Source: an optimization exercise on an open RTL-to-GDS flow (aim: small area, a short achievable clock period and few clock cycles per item). Production flows keep margins and buffers that such runs may drop.
No run shown here included a check of the RTL's function; only the layout flow was run.

### flow/config.mk
export PLATFORM = sky130hd
export DESIGN_NAME = kw_unwrap
export DESIGN_NICKNAME = kw_unwrap
export VERILOG_FILES = /design/flow/design.v
export SDC_FILE = /design/flow/constraint.sdc
export NUM_CORES = 8
export LEC_CHECK = 0
export CAP_MARGIN = 40
export CELL_PAD_IN_SITES_DETAIL_PLACEMENT = 1
export CELL_PAD_IN_SITES_GLOBAL_PLACEMENT = 2
export CORE_MARGIN = 2
export CORE_UTILIZATION = 30
export CTS_CLUSTER_DIAMETER = 80
export CTS_CLUSTER_SIZE = 22
export PLACE_DENSITY = 0.5
export SLEW_MARGIN = 40
export SYNTH_HIERARCHICAL = 1
### flow/constraint.sdc
create_clock -name core_clock -period 12.0 [get_ports {clk}]
set_input_delay 2.4000 -clock core_clock [delete_from_list [all_inputs] [get_ports {clk}]]
set_output_delay 2.4000 -clock core_clock [all_outputs]
set_load 0.01 [all_outputs]
### flow/design.v
module gx2 (input wire a, input wire b, output wire y);
    assign y = a ^ b;
endmodule
module gxn2 (input wire a, input wire b, output wire y);
    assign y = ~(a ^ b);
endmodule
module kw_unwrap (
    input  wire         clk,
    input  wire         rst,
    input  wire         req_valid,
    output wire         req_ready,
    input  wire         req_kek,
    input  wire         req_long,
    input  wire [319:0] req_data,
    output wire         resp_valid,
    input  wire         resp_ready,
    output wire [255:0] resp_key,
    output wire         resp_ok
);
    localparam [63:0] IV = 64'hA6A6_A6A6_A6A6_A6A6;
    localparam [1:0] G_RUN   = 2'd0,
                     G_KEXP  = 2'd1,
                     G_KDONE = 2'd2;
    reg  [1:0]   gst;
    reg          ph;         
    reg  [3:0]   m;          
    reg          kph;        
    reg  [5:0]   kidx;       
    reg          k_rot;      
    reg          k_id;       
    reg  [7:0]   k_rcon;     
    reg  [255:0] kwin;       
    reg  [255:0] klast;      
    reg  [71:0]  ks;         
    reg  [127:0] sa;         
    reg  [287:0] sb;         
    reg          v_q, kek_q, long_q;
    reg          rdy;        
    reg  [63:0]  x1 [0:1];
    reg  [63:0]  x2 [0:1];
    reg  [63:0]  x3 [0:1];
    reg  [63:0]  x4 [0:1];
    reg  [4:0]   tc [0:1];   
    reg          lng  [0:1];
    reg          run  [0:1];   
    reg          park [0:1];   
    reg          okc  [0:1];
    reg          old;        
    reg  [127:0] sbuf;
    reg          sok;
    reg          sv;         
    reg          spre;       
    reg  [255:0] out_key;
    reg          out_ok, out_pend, out_valid;
    reg          out_free;   
    wire [127:0] rk   = kwin[255:128];
    wire [127:0] rk14 = klast[127:0];
    wire         grun = (gst == G_RUN);
    wire         cb   = ~ph;                  
    wire         bnd  = (m == 4'd0);          
    function [7:0] rcon_of(input [2:0] i);
        case (i)
            3'd1:    rcon_of = 8'h01;
            3'd2:    rcon_of = 8'h02;
            3'd3:    rcon_of = 8'h04;
            3'd4:    rcon_of = 8'h08;
            3'd5:    rcon_of = 8'h10;
            3'd6:    rcon_of = 8'h20;
            3'd7:    rcon_of = 8'h40;
            default: rcon_of = 8'h00;
        endcase
    endfunction
    wire [31:0] kw0 = kwin[255:224], kw1 = kwin[223:192], kw2 = kwin[191:160], kw3 = kwin[159:128];
    wire [31:0] kw4 = kwin[127:96],  kw5 = kwin[95:64],   kw6 = kwin[63:32],   kw7 = kwin[31:0];
    wire        kfwd   = (gst == G_KEXP);
    wire [71:0] ks_next;
    wire [31:0] sub_out;
    genvar g;
    generate
        for (g = 0; g < 4; g = g + 1) begin : g_ksbox
            if (1) begin : u_a    
                wire [7:0] a = kw3[8*g +: 8];
                wire [17:0] p;
                wire n1;
                gx2 u1 (.a(a[1]), .b(a[6]), .y(n1));
                wire n2;
                gx2 u2 (.a(a[4]), .b(a[7]), .y(n2));
                wire n3;
                gx2 u3 (.a(a[2]), .b(a[3]), .y(n3));
                wire n4;
                gx2 u4 (.a(a[5]), .b(a[7]), .y(n4));
                wire n5;
                gx2 u5 (.a(a[0]), .b(a[2]), .y(n5));
                wire n6;
                gx2 u6 (.a(n1), .b(n2), .y(n6));
                wire n7;
                gx2 u7 (.a(a[6]), .b(n2), .y(n7));
                wire n8;
                gx2 u8 (.a(a[4]), .b(a[5]), .y(n8));
                wire n9;
                gx2 u9 (.a(a[7]), .b(n1), .y(n9));
                wire n10;
                gx2 u10 (.a(a[0]), .b(a[5]), .y(n10));
                wire n11;
                gx2 u11 (.a(a[1]), .b(n5), .y(n11));
                wire n12;
                gx2 u12 (.a(n3), .b(n4), .y(n12));
                wire n13;
                gx2 u13 (.a(n1), .b(n8), .y(n13));
                wire n14;
                gx2 u14 (.a(a[3]), .b(n1), .y(n14));
                wire n15;
                gx2 u15 (.a(n4), .b(n11), .y(n15));
                wire n16;
                gx2 u16 (.a(a[5]), .b(n2), .y(n16));
                wire n17;
                gx2 u17 (.a(a[3]), .b(n9), .y(n17));
                wire n18;
                gx2 u18 (.a(a[3]), .b(n6), .y(n18));
                wire n19;
                gx2 u19 (.a(n3), .b(n13), .y(n19));
                wire n20;
                gx2 u20 (.a(a[5]), .b(n11), .y(n20));
                wire n21;
                gx2 u21 (.a(a[5]), .b(n14), .y(n21));
                wire n22;
                gx2 u22 (.a(a[1]), .b(n3), .y(n22));
                wire n23;
                gx2 u23 (.a(n3), .b(n6), .y(n23));
                wire n24;
                gx2 u24 (.a(n5), .b(n9), .y(n24));
                wire n25;
                gx2 u25 (.a(n3), .b(n10), .y(n25));
                wire n26;
                gx2 u26 (.a(n3), .b(n7), .y(n26));
                wire n27;
                gx2 u27 (.a(a[4]), .b(n14), .y(n27));
                wire n28;
                gx2 u28 (.a(a[2]), .b(a[5]), .y(n28));
                wire n29;
                gx2 u29 (.a(n7), .b(n25), .y(n29));
                wire n30;
                gx2 u30 (.a(n1), .b(n12), .y(n30));
                wire n31;
                gx2 u31 (.a(a[4]), .b(n11), .y(n31));
                wire n32;
                gx2 u32 (.a(a[1]), .b(n4), .y(n32));
                wire n33;
                gx2 u33 (.a(a[3]), .b(n10), .y(n33));
                wire n34 = n17 & n21;
                wire n35 = n28 & n27;
                wire n36 = n30 & n8;
                wire n37 = a[3] & n18;
                wire n38 = n10 & n29;
                wire n39 = n33 & n20;
                wire n40 = n9 & n16;
                wire n41 = n5 & n15;
                wire n42 = n24 & n31;
                wire n43;
                gx2 u43 (.a(n38), .b(n39), .y(n43));
                wire n44;
                gx2 u44 (.a(n37), .b(n38), .y(n44));
                wire n45;
                gx2 u45 (.a(n36), .b(n44), .y(n45));
                wire n46;
                gx2 u46 (.a(n35), .b(n6), .y(n46));
                wire n47;
                gx2 u47 (.a(n41), .b(n42), .y(n47));
                wire n48;
                gx2 u48 (.a(n40), .b(n44), .y(n48));
                wire n49;
                gx2 u49 (.a(n36), .b(n26), .y(n49));
                wire n50;
                gx2 u50 (.a(a[1]), .b(n47), .y(n50));
                wire n51;
                gx2 u51 (.a(n34), .b(n49), .y(n51));
                wire n52;
                gx2 u52 (.a(n43), .b(n51), .y(n52));
                wire n53;
                gx2 u53 (.a(n41), .b(n12), .y(n53));
                wire n54;
                gx2 u54 (.a(n43), .b(n50), .y(n54));
                wire n55;
                gx2 u55 (.a(n45), .b(n46), .y(n55));
                wire n56;
                gx2 u56 (.a(n48), .b(n53), .y(n56));
                reg [3:0] e;
                always @(*) begin
                    case ({n54, n56, n52, n55})
                        4'd0: e = 4'd0;
                        4'd1: e = 4'd1;
                        4'd2: e = 4'd3;
                        4'd3: e = 4'd2;
                        4'd4: e = 4'd15;
                        4'd5: e = 4'd12;
                        4'd6: e = 4'd9;
                        4'd7: e = 4'd11;
                        4'd8: e = 4'd10;
                        4'd9: e = 4'd6;
                        4'd10: e = 4'd8;
                        4'd11: e = 4'd7;
                        4'd12: e = 4'd5;
                        4'd13: e = 4'd14;
                        4'd14: e = 4'd13;
                        4'd15: e = 4'd4;
                        default: e = 4'd0;
                    endcase
                end
                wire n57;
                gx2 u57 (.a(e[2]), .b(e[3]), .y(n57));
                wire n58;
                gx2 u58 (.a(e[0]), .b(e[1]), .y(n58));
                wire n59;
                gx2 u59 (.a(n57), .b(n58), .y(n59));
                wire n60;
                gx2 u60 (.a(e[1]), .b(e[3]), .y(n60));
                wire n61;
                gx2 u61 (.a(e[0]), .b(e[2]), .y(n61));
                wire n62 = n4 & e[3];
                wire n63 = n19 & e[2];
                wire n64 = n23 & n57;
                wire n65 = n6 & e[1];
                wire n66 = n26 & e[0];
                wire n67 = n22 & n58;
                wire n68 = n13 & n60;
                wire n69 = n32 & n61;
                wire n70 = n7 & n59;
                wire n71 = n21 & e[3];
                wire n72 = n27 & e[2];
                wire n73 = n8 & n57;
                wire n74 = n18 & e[1];
                wire n75 = n29 & e[0];
                wire n76 = n20 & n58;
                wire n77 = n16 & n60;
                wire n78 = n15 & n61;
                wire n79 = n31 & n59;
                assign p[0] = n62;
                assign p[1] = n63;
                assign p[2] = n64;
                assign p[3] = n65;
                assign p[4] = n66;
                assign p[5] = n67;
                assign p[6] = n68;
                assign p[7] = n69;
                assign p[8] = n70;
                assign p[9] = n71;
                assign p[10] = n72;
                assign p[11] = n73;
                assign p[12] = n74;
                assign p[13] = n75;
                assign p[14] = n76;
                assign p[15] = n77;
                assign p[16] = n78;
                assign p[17] = n79;
                assign ks_next[18*g +: 18] = p;
            end
            if (1) begin : u_b    
                wire [17:0] p = ks[18*g +: 18];
                wire [7:0] y;
                wire m1;
                gx2 u80 (.a(p[1]), .b(p[8]), .y(m1));
                wire m2;
                gx2 u81 (.a(p[0]), .b(m1), .y(m2));
                wire m3;
                gx2 u82 (.a(p[12]), .b(p[13]), .y(m3));
                wire m4;
                gx2 u83 (.a(p[10]), .b(p[11]), .y(m4));
                wire m5;
                gx2 u84 (.a(p[6]), .b(m2), .y(m5));
                wire m6;
                gx2 u85 (.a(p[15]), .b(p[17]), .y(m6));
                wire m7;
                gx2 u86 (.a(p[3]), .b(p[4]), .y(m7));
                wire m8;
                gx2 u87 (.a(p[16]), .b(m3), .y(m8));
                wire m9;
                gx2 u88 (.a(m3), .b(m4), .y(m9));
                wire m10;
                gx2 u89 (.a(p[14]), .b(m6), .y(m10));
                wire m11;
                gx2 u90 (.a(p[9]), .b(p[10]), .y(m11));
                wire m12;
                gx2 u91 (.a(p[2]), .b(p[3]), .y(m12));
                wire m32 = ~(m5 ^ m9);
                wire m14;
                gx2 u93 (.a(p[1]), .b(p[2]), .y(m14));
                wire m15;
                gx2 u94 (.a(m8), .b(m14), .y(m15));
                wire m16;
                gx2 u95 (.a(p[17]), .b(m11), .y(m16));
                wire m17;
                gx2 u96 (.a(p[7]), .b(m12), .y(m17));
                wire m18;
                gx2 u97 (.a(p[15]), .b(m7), .y(m18));
                wire m19;
                gx2 u98 (.a(m2), .b(m7), .y(m19));
                wire m20 = m6 ^ m11;
                wire m33 = ~(m8 ^ m16);
                wire m22;
                gx2 u101 (.a(p[12]), .b(m10), .y(m22));
                wire m34 = ~(m5 ^ m22);
                wire m24;
                gx2 u103 (.a(m1), .b(m17), .y(m24));
                wire m25;
                gx2 u104 (.a(p[13]), .b(m4), .y(m25));
                wire m35 = ~(p[5] ^ m24);
                wire m27;
                gx2 u106 (.a(p[7]), .b(m9), .y(m27));
                wire m28;
                gx2 u107 (.a(m10), .b(m25), .y(m28));
                wire m29 = m5 ^ m28;
                wire m30 = m15 ^ m18;
                wire m31 = m19 ^ m27;
                assign y[0] = m32;
                assign y[1] = m33;
                assign y[2] = m20;
                assign y[3] = m31;
                assign y[4] = m29;
                assign y[5] = m34;
                assign y[6] = m35;
                assign y[7] = m30;
                assign sub_out[8*g +: 8] = y;
            end
        end
    endgenerate
    wire [31:0]  sub_rot   = k_rot ? {sub_out[23:0], sub_out[31:24]} : sub_out;
    wire [31:0]  k_g       = k_id ? kw3 : (sub_rot ^ {k_rcon, 24'h0});
    wire [31:0]  k_new     = kw4 ^ k_g;
    wire [255:0] kfwd_next = {kwin[223:128], k_new, kwin[95:0], kw0};
    wire [255:0] kbwd_next = {k_new, kw5 ^ kw4, kw6 ^ kw5, kw7 ^ kw6, kwin[255:128]};
    wire [287:0] sb_next;
    generate
        for (g = 0; g < 16; g = g + 1) begin : g_sta
            localparam integer ROW = g % 4;
            localparam integer COL = g / 4;
            localparam integer SRC = ROW + 4 * ((COL + 4 - ROW) % 4);
            if (1) begin : u_a    
                wire [7:0] a = sa[127-8*SRC -: 8];
                wire [17:0] p;
                wire n1;
                gx2 u1 (.a(a[1]), .b(a[2]), .y(n1));
                wire n2;
                gx2 u2 (.a(a[0]), .b(a[5]), .y(n2));
                wire n3;
                gx2 u3 (.a(a[7]), .b(n1), .y(n3));
                wire n4;
                gx2 u4 (.a(a[4]), .b(a[6]), .y(n4));
                wire n5;
                gx2 u5 (.a(a[0]), .b(a[3]), .y(n5));
                wire n6;
                gx2 u6 (.a(a[3]), .b(a[5]), .y(n6));
                wire n7;
                gx2 u7 (.a(a[0]), .b(a[4]), .y(n7));
                wire n8;
                gx2 u8 (.a(n2), .b(n4), .y(n8));
                wire n9;
                gx2 u9 (.a(a[4]), .b(n6), .y(n9));
                wire n10;
                gx2 u10 (.a(a[6]), .b(n5), .y(n10));
                wire n11;
                gx2 u11 (.a(a[2]), .b(a[5]), .y(n11));
                wire n12;
                gx2 u12 (.a(a[0]), .b(a[7]), .y(n12));
                wire n13;
                gx2 u13 (.a(n3), .b(n8), .y(n13));
                wire n14;
                gx2 u14 (.a(n1), .b(n2), .y(n14));
                wire n15;
                gx2 u15 (.a(a[4]), .b(n2), .y(n15));
                wire n16;
                gx2 u16 (.a(n3), .b(n15), .y(n16));
                wire n36;
                gxn2 u17 (.a(a[1]), .b(n2), .y(n36));
                wire n18;
                gx2 u18 (.a(a[3]), .b(n4), .y(n18));
                wire n19;
                gx2 u19 (.a(a[6]), .b(n6), .y(n19));
                wire n20;
                gx2 u20 (.a(n1), .b(n7), .y(n20));
                wire n21;
                gx2 u21 (.a(a[6]), .b(n14), .y(n21));
                wire n42;
                gxn2 u22 (.a(n3), .b(n10), .y(n42));
                wire n23;
                gx2 u23 (.a(a[1]), .b(n12), .y(n23));
                wire n24;
                gx2 u24 (.a(n4), .b(n12), .y(n24));
                wire n25;
                gx2 u25 (.a(a[1]), .b(n7), .y(n25));
                wire n26;
                gx2 u26 (.a(a[7]), .b(n11), .y(n26));
                wire n27;
                gx2 u27 (.a(a[6]), .b(n3), .y(n27));
                wire n28;
                gx2 u28 (.a(n1), .b(n5), .y(n28));
                wire n29;
                gx2 u29 (.a(a[1]), .b(n9), .y(n29));
                wire n30;
                gx2 u30 (.a(a[6]), .b(n26), .y(n30));
                wire n31;
                gx2 u31 (.a(n3), .b(n18), .y(n31));
                wire n32;
                gx2 u32 (.a(a[1]), .b(n4), .y(n32));
                wire n38;
                gxn2 u33 (.a(a[4]), .b(n11), .y(n38));
                wire n34 = ~n7;
                wire n35 = ~n1;
                wire n37 = ~a[1];
                wire n39 = ~n14;
                wire n40 = ~n16;
                wire n41 = ~n9;
                wire n43 = ~n5;
                wire n44 = ~n8;
                wire n45 = ~n9;
                wire n46 = ~n16;
                wire n47 = ~a[6];
                wire n48 = n20 & n24;
                wire n49 = n34 & n31;
                wire n50 = n35 & n28;
                wire n51 = n36 & n32;
                wire n52 = n37 & n29;
                wire n53 = n2 & n19;
                wire n54 = n38 & n23;
                wire n55 = n25 & n30;
                wire n56 = n39 & n21;
                wire n57;
                gx2 u43 (.a(n52), .b(n55), .y(n57));
                wire n58;
                gx2 u44 (.a(n50), .b(n52), .y(n58));
                wire n59;
                gx2 u45 (.a(n53), .b(n13), .y(n59));
                wire n60;
                gx2 u46 (.a(n51), .b(n54), .y(n60));
                wire n61;
                gx2 u47 (.a(n53), .b(n10), .y(n61));
                wire n62;
                gx2 u48 (.a(n41), .b(n60), .y(n62));
                wire n63;
                gx2 u49 (.a(n48), .b(n59), .y(n63));
                wire n64;
                gx2 u50 (.a(n58), .b(n63), .y(n64));
                wire n65;
                gx2 u51 (.a(n51), .b(n40), .y(n65));
                wire n66;
                gx2 u52 (.a(n56), .b(n61), .y(n66));
                wire n67;
                gx2 u53 (.a(n57), .b(n66), .y(n67));
                wire n68;
                gx2 u54 (.a(n49), .b(n65), .y(n68));
                wire n69;
                gx2 u55 (.a(n57), .b(n62), .y(n69));
                wire n70;
                gx2 u56 (.a(n58), .b(n68), .y(n70));
                reg [3:0] e;
                always @(*) begin
                    case ({n67, n69, n64, n70})
                        4'd0: e = 4'd0;
                        4'd1: e = 4'd1;
                        4'd2: e = 4'd3;
                        4'd3: e = 4'd2;
                        4'd4: e = 4'd15;
                        4'd5: e = 4'd12;
                        4'd6: e = 4'd9;
                        4'd7: e = 4'd11;
                        4'd8: e = 4'd10;
                        4'd9: e = 4'd6;
                        4'd10: e = 4'd8;
                        4'd11: e = 4'd7;
                        4'd12: e = 4'd5;
                        4'd13: e = 4'd14;
                        4'd14: e = 4'd13;
                        4'd15: e = 4'd4;
                        default: e = 4'd0;
                    endcase
                end
                wire n71;
                gx2 u57 (.a(e[2]), .b(e[3]), .y(n71));
                wire n72;
                gx2 u58 (.a(e[0]), .b(e[1]), .y(n72));
                wire n73;
                gx2 u59 (.a(n71), .b(n72), .y(n73));
                wire n74;
                gx2 u60 (.a(e[1]), .b(e[3]), .y(n74));
                wire n75;
                gx2 u61 (.a(e[0]), .b(e[2]), .y(n75));
                wire n76 = n27 & e[3];
                wire n77 = n42 & e[2];
                wire n78 = n43 & n71;
                wire n79 = n44 & e[1];
                wire n80 = n45 & e[0];
                wire n81 = n10 & n72;
                wire n82 = n46 & n74;
                wire n83 = n13 & n75;
                wire n84 = n47 & n73;
                wire n85 = n24 & e[3];
                wire n86 = n31 & e[2];
                wire n87 = n28 & n71;
                wire n88 = n32 & e[1];
                wire n89 = n29 & e[0];
                wire n90 = n19 & n72;
                wire n91 = n23 & n74;
                wire n92 = n30 & n75;
                wire n93 = n21 & n73;
                assign p[0] = n76;
                assign p[1] = n77;
                assign p[2] = n78;
                assign p[3] = n79;
                assign p[4] = n80;
                assign p[5] = n81;
                assign p[6] = n82;
                assign p[7] = n83;
                assign p[8] = n84;
                assign p[9] = n85;
                assign p[10] = n86;
                assign p[11] = n87;
                assign p[12] = n88;
                assign p[13] = n89;
                assign p[14] = n90;
                assign p[15] = n91;
                assign p[16] = n92;
                assign p[17] = n93;
                assign sb_next[287-18*g -: 18] = p;
            end
        end
    endgenerate
    wire [127:0] ark;
    wire [127:0] imc;
    generate
        for (g = 0; g < 16; g = g + 1) begin : g_stb
            if (1) begin : u_b    
                wire [17:0] p = sb[287-18*g -: 18];
                wire [7:0] k = rk[127-8*g -: 8];
                wire [7:0] y;
                wire m1;
                gx2 u80 (.a(p[9]), .b(p[11]), .y(m1));
                wire m2;
                gx2 u81 (.a(p[0]), .b(p[2]), .y(m2));
                wire m3;
                gx2 u82 (.a(p[12]), .b(p[15]), .y(m3));
                wire m4;
                gx2 u83 (.a(m1), .b(m2), .y(m4));
                wire m5;
                gx2 u84 (.a(p[14]), .b(m4), .y(m5));
                wire m6;
                gx2 u85 (.a(p[13]), .b(m3), .y(m6));
                wire m7;
                gx2 u86 (.a(p[7]), .b(p[8]), .y(m7));
                wire m8;
                gx2 u87 (.a(p[1]), .b(p[3]), .y(m8));
                wire m9;
                gx2 u88 (.a(p[17]), .b(m6), .y(m9));
                wire m10;
                gx2 u89 (.a(p[4]), .b(p[16]), .y(m10));
                wire m11;
                gx2 u90 (.a(p[4]), .b(k[7]), .y(m11));
                wire m12;
                gx2 u91 (.a(p[6]), .b(p[8]), .y(m12));
                wire m13;
                gx2 u92 (.a(p[10]), .b(m2), .y(m13));
                wire m14;
                gx2 u93 (.a(m7), .b(m13), .y(m14));
                wire m15;
                gx2 u94 (.a(m10), .b(m12), .y(m15));
                wire m16;
                gx2 u95 (.a(m6), .b(m8), .y(m16));
                wire m17;
                gx2 u96 (.a(p[5]), .b(k[1]), .y(m17));
                wire m18;
                gx2 u97 (.a(p[5]), .b(m11), .y(m18));
                wire m19;
                gx2 u98 (.a(p[13]), .b(m7), .y(m19));
                wire m20;
                gx2 u99 (.a(p[2]), .b(m10), .y(m20));
                wire m21;
                gx2 u100 (.a(p[13]), .b(m18), .y(m21));
                wire m22;
                gx2 u101 (.a(k[6]), .b(m20), .y(m22));
                wire m23 = m16 ^ m22;
                wire m24;
                gx2 u103 (.a(p[16]), .b(k[0]), .y(m24));
                wire m25;
                gx2 u104 (.a(p[3]), .b(k[4]), .y(m25));
                wire m26;
                gx2 u105 (.a(m3), .b(m25), .y(m26));
                wire m27;
                gx2 u106 (.a(k[2]), .b(m7), .y(m27));
                wire m28;
                gx2 u107 (.a(p[15]), .b(m24), .y(m28));
                wire m29;
                gx2 u108 (.a(p[0]), .b(m17), .y(m29));
                wire m30;
                gx2 u109 (.a(k[5]), .b(m19), .y(m30));
                wire m31;
                gx2 u110 (.a(m15), .b(m26), .y(m31));
                wire m32;
                gx2 u111 (.a(k[3]), .b(m1), .y(m32));
                wire m33;
                gx2 u112 (.a(m4), .b(m27), .y(m33));
                wire m34 = m5 ^ m21;
                wire m35 = m5 ^ m31;
                wire m36 = m9 ^ m32;
                wire m37 = m9 ^ m33;
                wire m38 = m5 ^ m30;
                wire m39 = m8 ^ m29;
                wire m40;
                gx2 u119 (.a(p[11]), .b(m28), .y(m40));
                wire m41 = m14 ^ m40;
                assign y[0] = m41;
                assign y[1] = m39;
                assign y[2] = m37;
                assign y[3] = m36;
                assign y[4] = m35;
                assign y[5] = m38;
                assign y[6] = m23;
                assign y[7] = m34;
                assign ark[127-8*g -: 8] = y;
            end
        end
        for (g = 0; g < 4; g = g + 1) begin : g_imc
            if (1) begin : u_imc    
                wire [31:0] a = ark[127-32*g -: 32];
                wire [31:0] y;
                wire v0;
                gx2 u1 (.a(a[5]), .b(a[21]), .y(v0));
                wire v1;
                gx2 u2 (.a(a[13]), .b(a[29]), .y(v1));
                wire v2;
                gx2 u3 (.a(a[6]), .b(a[22]), .y(v2));
                wire v3;
                gx2 u4 (.a(a[14]), .b(a[30]), .y(v3));
                wire v4;
                gx2 u5 (.a(v0), .b(v1), .y(v4));
                wire v5;
                gx2 u6 (.a(a[7]), .b(v2), .y(v5));
                wire v6;
                gx2 u7 (.a(a[23]), .b(v3), .y(v6));
                wire v7;
                gx2 u8 (.a(a[3]), .b(a[31]), .y(v7));
                wire v8;
                gx2 u9 (.a(a[15]), .b(a[19]), .y(v8));
                wire v9;
                gx2 u10 (.a(a[25]), .b(v4), .y(v9));
                wire v10;
                gx2 u11 (.a(a[1]), .b(a[17]), .y(v10));
                wire v11;
                gx2 u12 (.a(a[8]), .b(a[24]), .y(v11));
                wire v12;
                gx2 u13 (.a(a[9]), .b(v9), .y(v12));
                wire v13;
                gx2 u14 (.a(a[12]), .b(a[28]), .y(v13));
                wire v14;
                gx2 u15 (.a(a[4]), .b(a[20]), .y(v14));
                wire v15;
                gx2 u16 (.a(a[0]), .b(a[16]), .y(v15));
                wire v16;
                gx2 u17 (.a(a[10]), .b(a[26]), .y(v16));
                wire v17;
                gx2 u18 (.a(a[2]), .b(a[18]), .y(v17));
                wire v18;
                gx2 u19 (.a(a[11]), .b(a[27]), .y(v18));
                wire v19;
                gx2 u20 (.a(v7), .b(v8), .y(v19));
                wire v20;
                gx2 u21 (.a(v6), .b(v17), .y(v20));
                wire v21;
                gx2 u22 (.a(a[7]), .b(v14), .y(v21));
                wire v22;
                gx2 u23 (.a(v2), .b(v16), .y(v22));
                wire v23;
                gx2 u24 (.a(a[23]), .b(v13), .y(v23));
                wire v24;
                gx2 u25 (.a(v5), .b(v18), .y(v24));
                wire v25;
                gx2 u26 (.a(a[7]), .b(v3), .y(v25));
                wire v26;
                gx2 u27 (.a(v3), .b(v22), .y(v26));
                wire v27;
                gx2 u28 (.a(v4), .b(v11), .y(v27));
                wire v28;
                gx2 u29 (.a(a[15]), .b(a[31]), .y(v28));
                wire v29;
                gx2 u30 (.a(a[30]), .b(v23), .y(v29));
                wire v30;
                gx2 u31 (.a(v8), .b(v10), .y(v30));
                wire v31;
                gx2 u32 (.a(a[2]), .b(v15), .y(v31));
                wire v32;
                gx2 u33 (.a(a[5]), .b(v19), .y(v32));
                wire v33;
                gx2 u34 (.a(a[21]), .b(v19), .y(v33));
                wire v34;
                gx2 u35 (.a(a[22]), .b(v21), .y(v34));
                wire v35;
                gx2 u36 (.a(v7), .b(v10), .y(v35));
                wire v36;
                gx2 u37 (.a(a[18]), .b(v15), .y(v36));
                wire v37;
                gx2 u38 (.a(a[23]), .b(v2), .y(v37));
                wire v38;
                gx2 u39 (.a(v26), .b(v28), .y(v38));
                wire v39;
                gx2 u40 (.a(v1), .b(v17), .y(v39));
                wire v40;
                gx2 u41 (.a(v5), .b(v20), .y(v40));
                wire v41;
                gx2 u42 (.a(a[13]), .b(v24), .y(v41));
                wire v42;
                gx2 u43 (.a(v27), .b(v37), .y(v42));
                wire v43;
                gx2 u44 (.a(a[15]), .b(a[24]), .y(v43));
                wire v44;
                gx2 u45 (.a(v6), .b(v18), .y(v44));
                wire v45;
                gx2 u46 (.a(v0), .b(v28), .y(v45));
                wire v46;
                gx2 u47 (.a(a[26]), .b(v11), .y(v46));
                wire v47;
                gx2 u48 (.a(a[6]), .b(v21), .y(v47));
                wire v48;
                gx2 u49 (.a(v0), .b(v16), .y(v48));
                wire v49;
                gx2 u50 (.a(a[0]), .b(a[31]), .y(v49));
                wire v50;
                gx2 u51 (.a(v4), .b(v15), .y(v50));
                wire v51;
                gx2 u52 (.a(v26), .b(v39), .y(v51));
                wire v52;
                gx2 u53 (.a(a[14]), .b(v23), .y(v52));
                wire v53;
                gx2 u54 (.a(a[29]), .b(v24), .y(v53));
                wire v54;
                gx2 u55 (.a(a[10]), .b(v11), .y(v54));
                wire v55;
                gx2 u56 (.a(a[31]), .b(v1), .y(v55));
                wire v56;
                gx2 u57 (.a(a[3]), .b(a[11]), .y(v56));
                wire v57;
                gx2 u58 (.a(a[13]), .b(v33), .y(v57));
                wire v58;
                gx2 u59 (.a(v6), .b(v31), .y(v58));
                wire v59;
                gx2 u60 (.a(v6), .b(v50), .y(v59));
                wire v60;
                gx2 u61 (.a(v14), .b(v30), .y(v60));
                wire v61;
                gx2 u62 (.a(v1), .b(v34), .y(v61));
                wire v62;
                gx2 u63 (.a(a[15]), .b(v29), .y(v62));
                wire v63;
                gx2 u64 (.a(a[31]), .b(v5), .y(v63));
                wire v64;
                gx2 u65 (.a(a[14]), .b(v45), .y(v64));
                wire v65;
                gx2 u66 (.a(a[17]), .b(v31), .y(v65));
                wire v66;
                gx2 u67 (.a(a[4]), .b(a[12]), .y(v66));
                wire v67;
                gx2 u68 (.a(a[11]), .b(v16), .y(v67));
                wire v68;
                gx2 u69 (.a(a[19]), .b(a[27]), .y(v68));
                wire v69;
                gx2 u70 (.a(v43), .b(v50), .y(v69));
                wire v70;
                gx2 u71 (.a(a[8]), .b(a[31]), .y(v70));
                wire v71;
                gx2 u72 (.a(a[16]), .b(v37), .y(v71));
                wire v72;
                gx2 u73 (.a(a[10]), .b(v24), .y(v72));
                wire v73;
                gx2 u74 (.a(a[1]), .b(a[8]), .y(v73));
                wire v74 = v61 ^ v62;
                wire v75;
                gx2 u76 (.a(v32), .b(v34), .y(v75));
                wire v76;
                gx2 u77 (.a(a[6]), .b(v45), .y(v76));
                wire v77;
                gx2 u78 (.a(v5), .b(v10), .y(v77));
                wire v78;
                gx2 u79 (.a(v14), .b(v29), .y(v78));
                wire v79;
                gx2 u80 (.a(v25), .b(v46), .y(v79));
                wire v80;
                gx2 u81 (.a(v18), .b(v31), .y(v80));
                wire v81;
                gx2 u82 (.a(a[17]), .b(v6), .y(v81));
                wire v82;
                gx2 u83 (.a(a[16]), .b(v27), .y(v82));
                wire v83;
                gx2 u84 (.a(v35), .b(v67), .y(v83));
                wire v84;
                gx2 u85 (.a(v13), .b(v64), .y(v84));
                wire v85;
                gx2 u86 (.a(v8), .b(v56), .y(v85));
                wire v86 = v25 ^ v69;
                wire v87;
                gx2 u88 (.a(v10), .b(v71), .y(v87));
                wire v88;
                gx2 u89 (.a(a[4]), .b(a[28]), .y(v88));
                wire v89;
                gx2 u90 (.a(v44), .b(v47), .y(v89));
                wire v90;
                gx2 u91 (.a(a[4]), .b(v13), .y(v90));
                wire v91 = v59 ^ v70;
                wire v92;
                gx2 u93 (.a(v48), .b(v66), .y(v92));
                wire v93;
                gx2 u94 (.a(a[1]), .b(v36), .y(v93));
                wire v94;
                gx2 u95 (.a(v35), .b(v36), .y(v94));
                wire v95;
                gx2 u96 (.a(v9), .b(v77), .y(v95));
                wire v96;
                gx2 u97 (.a(a[8]), .b(v49), .y(v96));
                wire v97;
                gx2 u98 (.a(a[15]), .b(v73), .y(v97));
                wire v98;
                gx2 u99 (.a(v52), .b(v55), .y(v98));
                wire v99;
                gx2 u100 (.a(v25), .b(v90), .y(v99));
                wire v100;
                gx2 u101 (.a(a[28]), .b(v14), .y(v100));
                wire v101;
                gx2 u102 (.a(a[17]), .b(v54), .y(v101));
                wire v102;
                gx2 u103 (.a(v36), .b(v85), .y(v102));
                wire v103 = v76 ^ v78;
                wire v104;
                gx2 u105 (.a(a[1]), .b(a[9]), .y(v104));
                wire v105;
                gx2 u106 (.a(v27), .b(v94), .y(v105));
                wire v106;
                gx2 u107 (.a(v33), .b(v88), .y(v106));
                wire v107;
                gx2 u108 (.a(a[16]), .b(v97), .y(v107));
                wire v108;
                gx2 u109 (.a(a[23]), .b(a[27]), .y(v108));
                wire v109;
                gx2 u110 (.a(v29), .b(v32), .y(v109));
                wire v110;
                gx2 u111 (.a(v46), .b(v104), .y(v110));
                wire v111;
                gx2 u112 (.a(a[12]), .b(v108), .y(v111));
                wire v112;
                gx2 u113 (.a(v5), .b(v100), .y(v112));
                wire v113;
                gx2 u114 (.a(v25), .b(v107), .y(v113));
                wire v114;
                gx2 u115 (.a(v20), .b(v92), .y(v114));
                wire v115;
                gx2 u116 (.a(a[0]), .b(a[15]), .y(v115));
                wire v116;
                gx2 u117 (.a(a[9]), .b(v65), .y(v116));
                wire v117;
                gx2 u118 (.a(a[29]), .b(v44), .y(v117));
                wire v118;
                gx2 u119 (.a(a[26]), .b(v30), .y(v118));
                wire v119;
                gx2 u120 (.a(a[25]), .b(v93), .y(v119));
                wire v120 = v40 ^ v110;
                wire v121;
                gx2 u122 (.a(v33), .b(v52), .y(v121));
                wire v122;
                gx2 u123 (.a(a[9]), .b(v4), .y(v122));
                wire v123;
                gx2 u124 (.a(a[20]), .b(a[28]), .y(v123));
                wire v124;
                gx2 u125 (.a(a[11]), .b(v17), .y(v124));
                wire v125 = v72 ^ v105;
                wire v126 = v53 ^ v114;
                wire v127 = v42 ^ v115;
                wire v128 = v41 ^ v109;
                wire v129 = v47 ^ v98;
                wire v130;
                gx2 u131 (.a(v79), .b(v102), .y(v130));
                wire v131;
                gx2 u132 (.a(a[24]), .b(v49), .y(v131));
                wire v132 = v57 ^ v89;
                wire v133;
                gx2 u134 (.a(a[20]), .b(a[27]), .y(v133));
                wire v134;
                gx2 u135 (.a(v81), .b(v131), .y(v134));
                wire v135;
                gx2 u136 (.a(v22), .b(v111), .y(v135));
                wire v136 = v12 ^ v130;
                wire v137;
                gx2 u138 (.a(a[12]), .b(a[20]), .y(v137));
                wire v138 = v53 ^ v121;
                wire v139 = v34 ^ v84;
                wire v140 = v63 ^ v82;
                wire v141 = v38 ^ v119;
                wire v142 = v75 ^ v117;
                wire v143;
                gx2 u144 (.a(v32), .b(v137), .y(v143));
                wire v144;
                gx2 u145 (.a(v83), .b(v112), .y(v144));
                wire v145;
                gx2 u146 (.a(v60), .b(v135), .y(v145));
                wire v146 = v38 ^ v116;
                wire v147 = v12 ^ v144;
                wire v148;
                gx2 u149 (.a(v30), .b(v124), .y(v148));
                wire v149 = v12 ^ v134;
                wire v150 = v51 ^ v143;
                wire v151;
                gx2 u152 (.a(v99), .b(v148), .y(v151));
                wire v152 = v51 ^ v106;
                wire v153;
                gx2 u154 (.a(v43), .b(v122), .y(v153));
                wire v154 = v12 ^ v151;
                wire v155;
                gx2 u156 (.a(a[25]), .b(v101), .y(v155));
                wire v156;
                gx2 u157 (.a(v7), .b(v68), .y(v156));
                wire v157;
                gx2 u158 (.a(v80), .b(v118), .y(v157));
                wire v158;
                gx2 u159 (.a(v13), .b(v133), .y(v158));
                wire v159 = v12 ^ v145;
                wire v160;
                gx2 u161 (.a(v54), .b(v156), .y(v160));
                wire v161;
                gx2 u162 (.a(v58), .b(v160), .y(v161));
                wire v162;
                gx2 u163 (.a(v48), .b(v123), .y(v162));
                wire v163 = v95 ^ v96;
                wire v164 = v87 ^ v153;
                wire v165;
                gx2 u166 (.a(v20), .b(v162), .y(v165));
                wire v166 = v12 ^ v113;
                wire v167 = v40 ^ v155;
                wire v168 = v41 ^ v165;
                wire v169 = v12 ^ v161;
                wire v170;
                gx2 u171 (.a(v35), .b(v158), .y(v170));
                wire v171 = v42 ^ v157;
                wire v172;
                gx2 u173 (.a(v20), .b(v170), .y(v172));
                wire v173 = v12 ^ v172;
                assign y[0] = v140;
                assign y[1] = v149;
                assign y[2] = v141;
                assign y[3] = v171;
                assign y[4] = v173;
                assign y[5] = v152;
                assign y[6] = v142;
                assign y[7] = v103;
                assign y[8] = v86;
                assign y[9] = v163;
                assign y[10] = v120;
                assign y[11] = v169;
                assign y[12] = v147;
                assign y[13] = v126;
                assign y[14] = v128;
                assign y[15] = v129;
                assign y[16] = v127;
                assign y[17] = v166;
                assign y[18] = v146;
                assign y[19] = v125;
                assign y[20] = v154;
                assign y[21] = v150;
                assign y[22] = v132;
                assign y[23] = v139;
                assign y[24] = v91;
                assign y[25] = v164;
                assign y[26] = v167;
                assign y[27] = v136;
                assign y[28] = v159;
                assign y[29] = v168;
                assign y[30] = v138;
                assign y[31] = v74;
                assign imc[127-32*g -: 32] = y;
            end
        end
    endgenerate
    wire [63:0] b_hi = ark[127:64];
    wire [63:0] b_lo = ark[63:0];
    wire        b_ok = (b_hi == IV);
    wire        bnd_b      = grun && bnd;     
    wire        run_b      = run[cb];
    wire        last_b     = (tc[cb] == 5'd1);
    wire        s_first    = sv && !spre;     
    wire        sout       = s_first && out_free;
    wire        fin_direct = bnd_b && run_b && last_b && (old == cb) && out_free && !s_first;
    wire        sfill      = bnd_b && run_b && last_b && !fin_direct && !lng[cb] && !sv;
    wire        fin_park   = bnd_b && run_b && last_b && !fin_direct && !sfill;
    wire        cont       = bnd_b && run_b && !last_b;
    wire        unpark0    = park[0] && !old && out_free && !s_first;
    wire        unpark1    = park[1] &&  old && out_free && !s_first;
    wire        acc        = rdy && !kek_q && req_valid;
    wire        kek_acc    = rdy &&  kek_q && req_valid;
    wire        acc_d      = rdy && !kek_q;
    wire        kek_d      = rdy &&  kek_q;
    wire        has_o      = cb ? (run[0] || park[0]) : (run[1] || park[1]);
    wire [63:0]  head      = lng[cb] ? x1[cb] : x3[cb];
    wire [4:0]   t_nx      = tc[cb] - 5'd1;
    wire [4:0]   t_first   = long_q ? 5'd24 : 5'd12;
    wire [63:0]  c_n       = long_q ? req_data[63:0] : req_data[191:128];
    wire [127:0] blk_raw   = cont ? {b_hi ^ {59'd0, t_nx}, head}
                                  : {req_data[319:256] ^ {59'd0, t_first}, c_n};
    reg  [1:0]  gst_n;
    reg         ph_n, kph_n;
    reg  [3:0]  m_n;
    reg  [5:0]  kidx_n;
    reg         run_n [0:1];
    reg         park_n [0:1];
    reg  [4:0]  tc_n [0:1];
    reg         old_n, sv_n, spre_n;
    integer     c;
    always @(*) begin
        gst_n  = gst;
        ph_n   = ph;
        m_n    = m;
        kph_n  = kph;
        kidx_n = kidx;
        case (gst)
            G_RUN: begin
                if (kek_acc) begin
                    gst_n  = G_KEXP;
                    kph_n  = 1'b0;
                    kidx_n = 6'd8;
                end else begin
                    ph_n = ~ph;
                    if (!ph)
                        m_n = bnd ? 4'd13 : m - 4'd1;
                end
            end
            G_KEXP: begin
                kph_n = ~kph;
                if (kph) begin
                    kidx_n = kidx + 6'd1;
                    if (kidx == 6'd59)
                        gst_n = G_KDONE;
                end
            end
            default: begin
                gst_n = G_RUN;
                ph_n  = 1'b1;
                m_n   = 4'd0;
            end
        endcase
        for (c = 0; c < 2; c = c + 1) begin
            run_n[c]  = run[c];
            park_n[c] = park[c];
            tc_n[c]   = tc[c];
            if (cb == c) begin
                if (acc) begin
                    run_n[c] = 1'b1;
                    tc_n[c]  = t_first;
                end else if (bnd_b && run_b && last_b) begin
                    run_n[c] = 1'b0;
                end
                if (cont)
                    tc_n[c] = t_nx;
                if (fin_park)
                    park_n[c] = 1'b1;
            end
        end
        if (unpark0) park_n[0] = 1'b0;
        if (unpark1) park_n[1] = 1'b0;
        old_n = old;
        if (acc && !has_o)
            old_n = cb;
        else if (fin_direct)
            old_n = ~cb;
        else if (unpark0)
            old_n = 1'b1;
        else if (unpark1)
            old_n = 1'b0;
        else if (sfill && old == cb)
            old_n = ~cb;
        sv_n   = sv;
        spre_n = spre;
        if (sfill) begin
            sv_n   = 1'b1;
            spre_n = (old != cb);
        end else if (sout) begin
            sv_n   = 1'b0;
        end
        if (fin_direct || unpark0 || unpark1)
            spre_n = 1'b0;
        if (rst)
            sv_n = 1'b0;
        if (rst) begin
            gst_n     = G_RUN;
            ph_n      = 1'b1;
            m_n       = 4'd0;
            run_n[0]  = 1'b0;
            run_n[1]  = 1'b0;
            park_n[0] = 1'b0;
            park_n[1] = 1'b0;
        end
    end
    wire out_pend_n  = !rst && (fin_direct || unpark0 || unpark1 || sout);
    wire out_valid_n = !rst && (out_pend || (out_valid && !resp_ready));
    wire out_free_n  = !(out_pend_n || out_pend || out_valid);
    wire v_q_n       = !rst && req_valid && !rdy;
    wire cb_n     = ~ph_n;
    wire grun_n   = (gst_n == G_RUN);
    wire bnd_n    = grun_n && (m_n == 4'd0);
    wire old_is_n = (old_n == cb_n) && !(sv_n && !spre_n);
    wire last_n   = bnd_n && run_n[cb_n] && (tc_n[cb_n] == 5'd1);
    wire free_n   = (!run_n[cb_n] && (!park_n[cb_n] || (old_is_n && out_free_n))) ||
                    (last_n && ((old_is_n && out_free_n) || (!lng[cb_n] && !sv_n)));
    wire rdy_n    = !rst && v_q_n && grun_n &&
                    (req_kek ? (!run_n[0] && !park_n[0] && !run_n[1] && !park_n[1])
                             : (bnd_n && free_n));
    always @(posedge clk) begin
        gst      <= gst_n;
        ph       <= ph_n;
        m        <= m_n;
        kph      <= kph_n;
        kidx     <= kidx_n;
        run[0]   <= run_n[0];
        run[1]   <= run_n[1];
        park[0]  <= park_n[0];
        park[1]  <= park_n[1];
        tc[0]    <= tc_n[0];
        tc[1]    <= tc_n[1];
        old      <= old_n;
        sv       <= sv_n;
        spre     <= spre_n;
        out_pend  <= out_pend_n;
        out_valid <= out_valid_n;
        out_free  <= out_free_n;
        v_q      <= v_q_n;
        kek_q    <= req_kek;
        long_q   <= req_long;
        rdy      <= rdy_n;
    end
    always @(posedge clk) begin
        ks <= ks_next;
        if (kek_d)
            kwin <= {req_data[127:0], req_data[255:128]};
        else if (kfwd && kph)
            kwin <= kfwd_next;
        else if (grun && !ph)
            kwin <= bnd ? klast : kbwd_next;
        if (gst == G_KDONE)
            klast <= {kwin[127:0], kwin[255:128]};
        if (kek_d) begin
            k_rot  <= 1'b1;
            k_id   <= 1'b0;
            k_rcon <= 8'h01;
        end else if (kfwd) begin
            if (kph) begin
                k_rot  <= (kidx_n[2:0] == 3'd0);
                k_id   <= (kidx_n[1:0] != 2'd0);
                k_rcon <= (kidx_n[2:0] == 3'd0) ? rcon_of(kidx_n[5:3]) : 8'h00;
            end
        end else if (!grun || !ph) begin
            k_rot  <= m_n[0];
            k_id   <= 1'b0;
            k_rcon <= m_n[0] ? rcon_of(m_n[3:1] + 3'd1) : 8'h00;
        end
    end
    always @(posedge clk) begin
        sb <= sb_next;
        if (!bnd)
            sa <= imc;
        else
            sa <= blk_raw ^ rk14;
    end
    always @(posedge clk) begin
        if (sfill) begin
            sbuf <= {b_lo, x3[cb]};
            sok  <= b_ok;
        end
    end
    generate
        for (g = 0; g < 2; g = g + 1) begin : g_ctx
            wire here = (cb == g);
            always @(posedge clk) begin
                if (here && cont) begin
                    x3[g] <= b_lo;
                    if (lng[g]) begin
                        x1[g] <= x2[g];
                        x2[g] <= x3[g];
                    end
                end else if (here && acc_d) begin
                    lng[g] <= long_q;
                    x1[g]  <= long_q ? req_data[127:64] : 64'd0;
                    x2[g]  <= long_q ? req_data[191:128] : 64'd0;
                    x3[g]  <= req_data[255:192];
                end
                if (here && fin_park) begin
                    x4[g]  <= b_lo;
                    okc[g] <= b_ok;
                end
            end
        end
    endgenerate
    always @(posedge clk) begin
        if (fin_direct) begin
            out_key <= {b_lo, x3[cb], x2[cb], x1[cb]};
            out_ok  <= b_ok;
        end else if (unpark0) begin
            out_key <= {x4[0], x3[0], x2[0], x1[0]};
            out_ok  <= okc[0];
        end else if (unpark1) begin
            out_key <= {x4[1], x3[1], x2[1], x1[1]};
            out_ok  <= okc[1];
        end else if (sout) begin
            out_key <= {sbuf, 128'd0};
            out_ok  <= sok;
        end else if (out_pend && !out_ok) begin
            out_key <= 256'd0;
        end
    end
    assign req_ready  = rdy;
    assign resp_valid = out_valid;
    assign resp_ok    = out_ok;
    assign resp_key   = out_key;
endmodule
### flow/flow/run.sh
#!/bin/bash
set -euo pipefail
MARGIN=${MARGIN:-8}
bash standard.sh SETUP_SLACK_MARGIN=$MARGIN "BUFFER_PORTS_ARGS=-buffer_cell sky130_fd_sc_hd__buf_2" finish > make_finish.log 2>&1
### flow/standard.sh
#!/bin/bash
# synth_recipe.tcl (not shown) runs the flow's synth.tcl, then flattens the netlist and writes it again
# the make line also repeats each setting of config.mk as NAME=value (left out here)
make -C /OpenROAD-flow-scripts/flow DESIGN_CONFIG=/design/flow/config.mk WORK_HOME=/design/flow/orfs CLKGATE_MAP_FILE= SYNTH_SCRIPT=/design/flow/synth_recipe.tcl "${@:-finish}"
==> results of run 1 <==
==> flip-flops by register name (all words and copies together) (netlist names), 2 cells and up <==
register and flops:
sa 128, x4 128, kwin 256, okc 2
x1 128, m 4, gst 2, sbuf 128
kidx 6, sb 288, run 2, lng 2
x3 128, park 2, out_key 256, k_rcon 7
x2 128, ks 72, tc 10, klast 256
==> Yosys stat by module (local to each module, per instance) <==
module,flops+latches,copies in the design,cell area [µm²],cells
gxn2,0,48,8.76,1
gx2,0,2180,8.76,1
kw_unwrap,1948,1,88100,8140
==> worst paths after layout <==
check,from,to,cells past startpoint
worst max register to register,lng[0],sa[1],8
worst max-delay path,out_key[4],resp_key[4],1
worst min register to register,out_pend,out_free,1
worst min-delay path,out_pend,out_free,1
==> cells by family (layout without fill, tap and decap cells) <==
| family | Yosys count | count (layout) | share of synthesized area [%] |
|---|---|---|---|
| buffers and inverters | 696 | 1599 | 2.50 |
| adder cells (fa/ha/maj) | 84 | 84 | 0.977 |
| AO/OA/AOI/OAI | 2088 | 2089 | 11.2 |
| other | 0 | 38 | 0 |
| XOR/XNOR | 2795 | 2795 | 22.7 |
| multiplexers | 316 | 316 | 3.13 |
| AND/OR/NAND/NOR | 2441 | 2446 | 10.0 |
| flip-flops | 1948 | 1948 | 49.4 |
==> stage by stage <==
step	cell area, µm²	hold slack, ps	util (%)
after floorplan	108000	424	-
after global routing	132000	513	37.0
after global placement	117000	459	32.8
after detailed placement	117000	464	32.9
final	132000	472	37.1
after CTS	128000	488	35.8
==> layout by cell type (no fill, tap or decap), types with 138 or more instances in the layout <==
cell type  count
clkbuf_16    171
a211oi_1     138
xor2_2       288
mux2i_1      205
xnor2_1      329
a21oi_1      887
buf_2        573
edfxtp_1    1415
nor2_1       513
o21ai_0      673
inv_1        154
buf_4        397
xor2_1      1983
dfxtp_1      439
and2_1       403
nand2_1     1261
==> layout make-up <==
cell class / instances / area share (%)
well taps: 4751 / 4.50
clock buffers: 176 / 3.22
clock inverters: 114 / 0.985
diodes: 38 / 0.0720
flip-flops and latches: 1948 / 40.4
multi-input cells: 7730 / 43.9
inverters: 198 / 0.655
repair buffers: 1111 / 6.27
==> routing by layer <==
layer | vias to the layer above | part of all wire [%] | global-route usage [%]
li1 | 36777 | - | -
met1 | 43351 | 42 | 40.0
met2 | 2367 | 48 | 52.9
met3 | 654 | 4.3 | 3.20
met4 | 4 | 5.1 | 13.2
met5 | - | 0.0045 | 0
==> what timing repair did <==
item,CTS,global route
endpoints found under the setup margin,1294,781
gates cloned,8,4
pin swaps,61,115
setup buffers,115,167
hold endpoints to repair,0,0
resized for setup,544,453
==> impl_metrics.ini, run 1 <==
[routing]
drc_errors = 0
post_drt_via_cell_ratio = 5.18
ant_nets = 0
finalWirelength_um = 583000
num_vias = 83153
drtPass1Iterations = 10
wl_per_cell_um = 36.3
drtIter0Drc = 7451

[place]
io_buffers = 584
place.gp.congestion = 0.920
placed_cells = 15438
dp_hpwl_um = 450000
dp_slack_ps = 6670

[min_path]
hold_class = reg -> reg

[sta]
setup_viol = 0
fin_setup_tns_ps = 0
fin_crit_sh_pct = 33.6
worstMarginPinSlew_ps = 955
clock.fmax_mhz = 248
worst_slack_ps = 7970
hold_viol = 0
period_needed_ps = 4030
relSlewSlack_pct = 35.9
rsz0062_at_grt = yes
slew_violations = 0
skew_ps = 56.6

[synth]
syn-num-nets = 10778
yosysTopAreaCell = edfxtp_1
ys_seq_area_share_pct = 49.4
synth_seq_cells = 1948
yosysWarnings = 19
avgSynthCellArea_um2 = 10.4
synth_top_area_share_pct = 39.5
synthCells = 10368
netlist_area_mm2 = 0.108
yosysMostFrequentCell = xor2_1
ys_types = 64
synth_commonest_cells = 2406 x xor2_1, 1415 x edfxtp_1, 1266 x nand2_1, 897 x a21oi_1, 711 x o21ai_0
yosys-top-cells-area = edfxtp_1 39%, xor2_1 20%, dfxtp_1 9.9%
async_reset_ff_share_pct = 0
yosys_most_used_dff = edfxtp_1
synth_edf_count = 1415

[layout]
n_fill_cell = 38858
layout.cells.non_filler = 16066
multi_input_area_mm2 = 0.0580
drive_above_1_share_pct = 20.1
regArea_mm2 = 0.0534
area_delta_synth_final_pct = 22.8
nets = 11559

[cts]
cts.clk_slew.worst_paths_ps = 90
cts_tree = built
cts_sinks = 1948
clk_latency_ps = 940
cts_root_buf = clkbuf_16
htree_levels = 4
cts.path.max_buffers = 4
postCtsHoldBufs = 0
cts_made_buffers = 160

[run]
cap_violations = 0

[critical_path]
cp.arrival_ps = 1630
worst_ep_required_time_ps = 9600
cp_slowest_cell = edfxtp_1
cp-end-kind = primary output
critPathBufInv = 1
path_class = reg -> out
cp-start-kind = register
cp_cell_sequence = buf_6
critPathTopFamily = flip-flops
ff2ff_setup_slack_ps = 8000
slowest_delay_ps = 520
crit_fanout = 1

[global_route]
grt_pass1_vias = 84886
antenna_found_initial = 75
grt_max_degree = 180
track_usage_pct = 31.1
grt_pass1_wl_um = 772000
grt_overflow_total = 0

[floorplanning]
fp-row-count = 219
io_pins = 585
core_region_area_mm2 = 0.356
die_x_um = 603
die-height_um = 603
initial_core_util_pct = 30.2
die-area_mm2 = 0.364

[run_status]
status = finished clean
==> run 2, diff against run 1 <==
--- a/flow/config.mk
+++ b/flow/config.mk
@@ -11,6 +11,4 @@
 export CORE_MARGIN = 2
 export CORE_UTILIZATION = 30
-export CTS_CLUSTER_DIAMETER = 80
-export CTS_CLUSTER_SIZE = 22
 export PLACE_DENSITY = 0.5
 export SLEW_MARGIN = 40
==> impl_metrics.ini, run 2 <==
[synth]
avgSynthCellArea_um2 = 10.4
async_reset_ff_share_pct = 0
ys_types = 64
ys_seq_area_share_pct = 49.4
synthCells = 10368
synth_commonest_cells = 2406 x xor2_1, 1415 x edfxtp_1, 1266 x nand2_1, 897 x a21oi_1, 711 x o21ai_0
syn-num-nets = 10778
yosys_most_used_dff = edfxtp_1
yosys-top-cells-area = edfxtp_1 39%, xor2_1 20%, dfxtp_1 9.9%
synth_edf_count = 1415
yosysWarnings = 19
synth_top_area_share_pct = 39.5
yosysMostFrequentCell = xor2_1
netlist_area_mm2 = 0.108
synth_seq_cells = 1948
yosysTopAreaCell = edfxtp_1

[critical_path]
cp-start-kind = register
slowest_delay_ps = 520
worst_ep_required_time_ps = 9600
cp.arrival_ps = 1720
endpoint = resp_key[4]
cp-end-kind = primary output
cp_slowest_cell = edfxtp_1
crit_start = out_key[4]
ff2ff_setup_slack_ps = 7910
ff2ff_path_depth = 9
crit_fanout = 1
worst-path-stages = 1
reg2reg_to = sa[31]
critPathTopFamily = flip-flops
cp_cell_sequence = buf_6
critPathBufInv = 1
reg2reg_from = ph
path_class = reg -> out

[global_route]
grt_pass1_vias = 85822
grt_overflow_total = 0
track_usage_pct = 31.1
antenna_found_initial = 78
grt_max_degree = 180
grt_pass1_wl_um = 775000

[sta]
fin_crit_sh_pct = 34.3
period_needed_ps = 4120
worstMarginPinSlew_ps = 1030
fin_setup_tns_ps = 0
setup_viol = 0
hold_viol = 0
skew_ps = 98.9
rsz0062_at_grt = yes
relSlewSlack_pct = 30.8
clock.fmax_mhz = 243
slew_violations = 0

[layout]
largest_reg_flops = 288
top_register = sb
layout.cells.non_filler = 16223
area_delta_synth_final_pct = 24.9
n_fill_cell = 38768
final_common_cell = xor2_1
drive_above_1_share_pct = 20.4
final_cell_mix = 1991 x xor2_1, 1415 x edfxtp_1, 1262 x nand2_1
nets = 11643

[floorplanning]
core_region_area_mm2 = 0.356
die-area_mm2 = 0.364
io_pins = 585
die_x_um = 603
die-height_um = 603
initial_core_util_pct = 30.2
fp-row-count = 219

[place]
place.gp.congestion = 0.920
placed_cells = 15438
io_buffers = 584
dp_hpwl_um = 450000

[cts]
cts_sinks = 1948
postCtsHoldBufs = 0
cts_tree = built
htree_levels = 4
cts.clk_slew.worst_paths_ps = 70
cts_root_buf = clkbuf_16
cts.path.max_buffers = 4
cts_made_buffers = 240
clk_latency_ps = 1010

[routing]
post_drt_via_cell_ratio = 5.15
drc_errors = 0
ant_nets = 0
wl_per_cell_um = 36.0
num_vias = 83523
finalWirelength_um = 584000
drtIter0Drc = 7352
drtPass1Iterations = 10

[run]
cap_violations = 0

[min_path]
min_from = out_pend
hold_class = reg -> reg

[run_status]
status = finished clean
run 2: cell count changes in the layout (fill, tap and decap cells not counted), sizes merged:
cell,change
clkinv,+29
bufinv,+8
and3,+1
clkbuf,+160
clkinvlp,-3
diode,-4
inv,-39
buf,+5
run 2: final cells by class:
cell class              instances  area [µm²]  area share [%]
repair buffers               1114        8340            6.21
inverters                     198         858           0.639
clock inverters               109        1060           0.791
clock buffers                 338        6860            5.11
multi-input cells            7731       57900            43.1
flip-flops and latches       1948       53300            39.7
well taps                    4751        5940            4.42
diodes                         34        85.1          0.0633
run 2: cell families (layout without fill, tap and decap cells):
group                    after synthesis  in the layout  share of synthesized area (%)
adder cells (fa/ha/maj)               84             84                          0.977
XOR/XNOR                            2795           2795                           22.7
multiplexers                         316            316                           3.13
buffers and inverters                696           1759                           2.50
flip-flops                          1948           1948                           49.4
other                                  0             34                              0
AND/OR/NAND/NOR                     2441           2447                           10.0
AO/OA/AOI/OAI                       2088           2089                           11.2
run 2: timing repair:
| action | 4_1_cts | 5_1_grt |
|---|---|---|
| pin swaps | 63 | 107 |
| cloned | 8 | 3 |
| gates resized for setup | 576 | 439 |
| buffers inserted | 112 | 176 |
| endpoints found under the setup margin | 1351 | 670 |
run 2: Yosys stat by module, one instance, submodules excluded:
module     times used  cells inside  area, µm²
kw_unwrap           1          8140      88100
gx2              2180             1       8.76
gxn2               48             1       8.76
run 2: worst min-delay path by stage:
stage,end,cells past startpoint
5_1_grt,out_free,1
6_report,out_free,1
3_5_place_dp,out_free,1
2_1_floorplan,lng[0],0
4_1_cts,out_free,1
3_3_place_gp,out_free,1
run 2: stage by stage:
step	area, µm²	util [%]	setup slack (ps)	hold slack [ps]
finish	134000	37.7	7880	472
global route	134000	37.7	7860	500
CTS	130000	36.5	7820	476
detailed placement	117000	32.9	6670	464
global placement	117000	32.8	6530	459
floorplan	108000	-	4360	424
run 2: metal layers:
layer | vias up | track usage [%] | wire, µm
li1 | 37018 | - | -
met4 | 6 | 13.3 | 31000
met2 | 2377 | 52.9 | 282000
met5 | - | 0 | 47
met1 | 43435 | 39.9 | 247000
met3 | 687 | 3.60 | 24900
run 2: worst reg2reg max path, stage by stage (launching register included):
cell	delay [ps]
dfxtp_4	530
buf_6	380
buf_4	430
buf_4	530
mux2i_1	520
nor2_1	90
a211oi_1	450
a21oi_1	130
xnor2_1	800
o21ai_0	150
==> run 3, diff against run 2 <==
--- a/flow/config.mk
+++ b/flow/config.mk
@@ -6,10 +6,12 @@
 export NUM_CORES = 8
 export LEC_CHECK = 0
-export CAP_MARGIN = 40
+export CAP_MARGIN = 20
 export CELL_PAD_IN_SITES_DETAIL_PLACEMENT = 1
 export CELL_PAD_IN_SITES_GLOBAL_PLACEMENT = 2
 export CORE_MARGIN = 2
 export CORE_UTILIZATION = 30
+export CTS_CLUSTER_DIAMETER = 80
+export CTS_CLUSTER_SIZE = 22
 export PLACE_DENSITY = 0.5
-export SLEW_MARGIN = 40
+export SLEW_MARGIN = 20
 export SYNTH_HIERARCHICAL = 1
==> impl_metrics.ini, run 3 <==
[run_status]
status = finished clean

[critical_path]
endpoint = kwin[149]
ff2ff_path_depth = 9
critPathBufInv = 0
worst-path-stages = 9
cp-start-kind = register
cp_cell_sequence = xor2_1, xor2_1, xor2_1, xnor2_2, mux2i_1, o21ai_0, xnor2_1, o21ai_0, mux2_2
reg2reg_from = ks[19]
crit_fanout = 3
ff2ff_setup_slack_ps = 7880
path_class = reg -> reg
cp.arrival_ps = 4880
path_common_cell = xor2_1
critPathTopFamily = compound AO/OA/AOI/OAI gates
reg2reg_to = kwin[149]
cp_slowest_cell = o21ai_0
slowest_delay_ps = 860
worst_ep_required_time_ps = 12760
cp-end-kind = register
crit_start = ks[19]

[synth]
netlist_area_mm2 = 0.108
synth_edf_count = 1415
yosysMostFrequentCell = xor2_1
synth_seq_cells = 1948
synth_top_area_share_pct = 39.5
yosys_most_used_dff = edfxtp_1
ys_types = 64
yosysTopAreaCell = edfxtp_1
synthCells = 10368
avgSynthCellArea_um2 = 10.4
async_reset_ff_share_pct = 0
yosysWarnings = 19
ys_seq_area_share_pct = 49.4
synth_commonest_cells = 2406 x xor2_1, 1415 x edfxtp_1, 1266 x nand2_1, 897 x a21oi_1, 711 x o21ai_0
yosys-top-cells-area = edfxtp_1 39%, xor2_1 20%, dfxtp_1 9.9%
syn-num-nets = 10778

[sta]
setup_viol = 0
clock.fmax_mhz = 243
rsz0062_at_grt = yes
fin_setup_tns_ps = 0
skew_ps = 81.0
relSlewSlack_pct = 10.1
worstMarginPinSlew_ps = 1350
slew_violations = 0
hold_viol = 0
worst_slack_ps = 7880
fin_crit_sh_pct = 34.4
period_needed_ps = 4120

[layout]
final_cell_mix = 1981 x xor2_1, 1415 x edfxtp_1, 1262 x nand2_1
final_common_cell = xor2_1
drive_above_1_share_pct = 20.0
final_util_pct = 36.9
largest_reg_flops = 288
area_delta_synth_final_pct = 22.3
nets = 11555
n_fill_cell = 38882
layout.cells.non_filler = 16069
top_register = sb

[floorplanning]
initial_core_util_pct = 30.2
fp-row-count = 219
die-area_mm2 = 0.364
die_x_um = 603
io_pins = 585
core_region_area_mm2 = 0.356
die-height_um = 603

[global_route]
grt_pass1_vias = 84703
grt_pass1_wl_um = 769000
grt_overflow_total = 0
track_usage_pct = 31.0
grt_max_degree = 180
antenna_found_initial = 80

[place]
dp_hpwl_um = 448000
place.gp.congestion = 0.920
placed_cells = 15429
dp_slack_ps = 6570
io_buffers = 584

[routing]
ant_nets = 0
drc_errors = 0
num_vias = 83259
wl_per_cell_um = 36.4
drtPass1Iterations = 9
finalWirelength_um = 585000
drtIter0Drc = 7644
post_drt_via_cell_ratio = 5.18

[cts]
htree_levels = 4
cts.path.max_buffers = 4
cts_sinks = 1948
cts_made_buffers = 158
cts_tree = built
clk_latency_ps = 930
cts_root_buf = clkbuf_16
cts.clk_slew.worst_paths_ps = 100

[min_path]
min_path_cells = 1
hold_class = reg -> reg

[run]
cap_violations = 0
## run 3: modules after synthesis, one instance, submodules excluded
| module | times used | cells inside |
|---|---|---|
| kw_unwrap | 1 | 8140 |
| gx2 | 2180 | 1 |
| gxn2 | 48 | 1 |
## run 3: final cells by class
cell class,count,area [µm²],area share [%]
timing repair buffer,1110,8100,6.16
sequential,1948,53400,40.5
tap,4751,5940,4.52
clock inverter,114,1260,0.960
multi-input combinational,7729,57900,44.0
clock buffer,168,4080,3.10
antenna,51,128,0.0970
inverter,198,863,0.656
## run 3: per-stage QoR
step | hold WS (ps) | cell area, µm²
floorplan | 424 | 108000
global placement | 459 | 117000
detailed placement | 463 | 117000
CTS | 485 | 127000
global route | 509 | 131000
finish | 480 | 132000
## run 3: logic make-up after synthesis
logic type               after synthesis  share of synthesized area (%)
XOR/XNOR                            2795                           22.7
AND/OR/NAND/NOR                     2441                           10.0
AO/OA/AOI/OAI                       2088                           11.2
flip-flops                          1948                           49.4
buffers and inverters                696                           2.50
multiplexers                         316                           3.13
adder cells (fa/ha/maj)               84                          0.977
## run 3: worst min-delay path by stage
stage          startpoint       end  slack, ps
2_1_floorplan      long_q    lng[0]        420
3_3_place_gp     out_pend  out_free        460
3_5_place_dp     out_pend  out_free        460
4_1_cts          out_pend  out_free        490
5_1_grt          out_pend  out_free        510
6_report         out_pend  out_free        480
## run 3: repair_timing
action	CTS	global route
hold buffers	0	0
endpoints found under the setup margin	1491	798
gates cloned	6	6
buffers inserted	135	160
pin swaps	76	101
gates resized for setup	585	475
## run 3: routing by layer
layer	GRT usage (%)	part of all wire, %	routed length [µm]
met1	39.6	42	245000
met2	53.0	48	283000
met3	3.33	4.5	26100
met4	13.3	5.3	30800
met5	0	0.015	87

afterwards: timing with drivers on the ports:
The results above use ideal ports. As a check the final layouts listed here were re-extracted and re-timed, cells and wires unchanged. Step 1 sets driving cells, clkbuf_16 on the clock port and buf_2 on the other inputs (assumed; they add their load-dependent delay and slew). Step 2 also shifts input and output timing later by t, the mid clock arrival at the registers, as if the neighbouring blocks saw the same clock. a / b / c = ideal / step 1 / step 2; a / b = the first two.
run | t (ns) | setup slack, ns | worst register clock-pin slew, ns | worst slew at a driven data input, ns
run 1 | 1.022 | 7.972 / 7.858 / 7.150 | 0.10 / 0.10 | 0.29
run 2 | 1.075 | 7.883 / 7.764 / 7.110 | 0.07 / 0.07 | 0.25
run 3 | 1.012 | 7.878 / 7.828 / 7.127 | 0.10 / 0.10 | 0.25
After both steps every run listed still meets setup and hold. For run 1, which loses most, drivers alone change the setup slack by -0.114 ns; drivers and shift together by -0.822 ns.
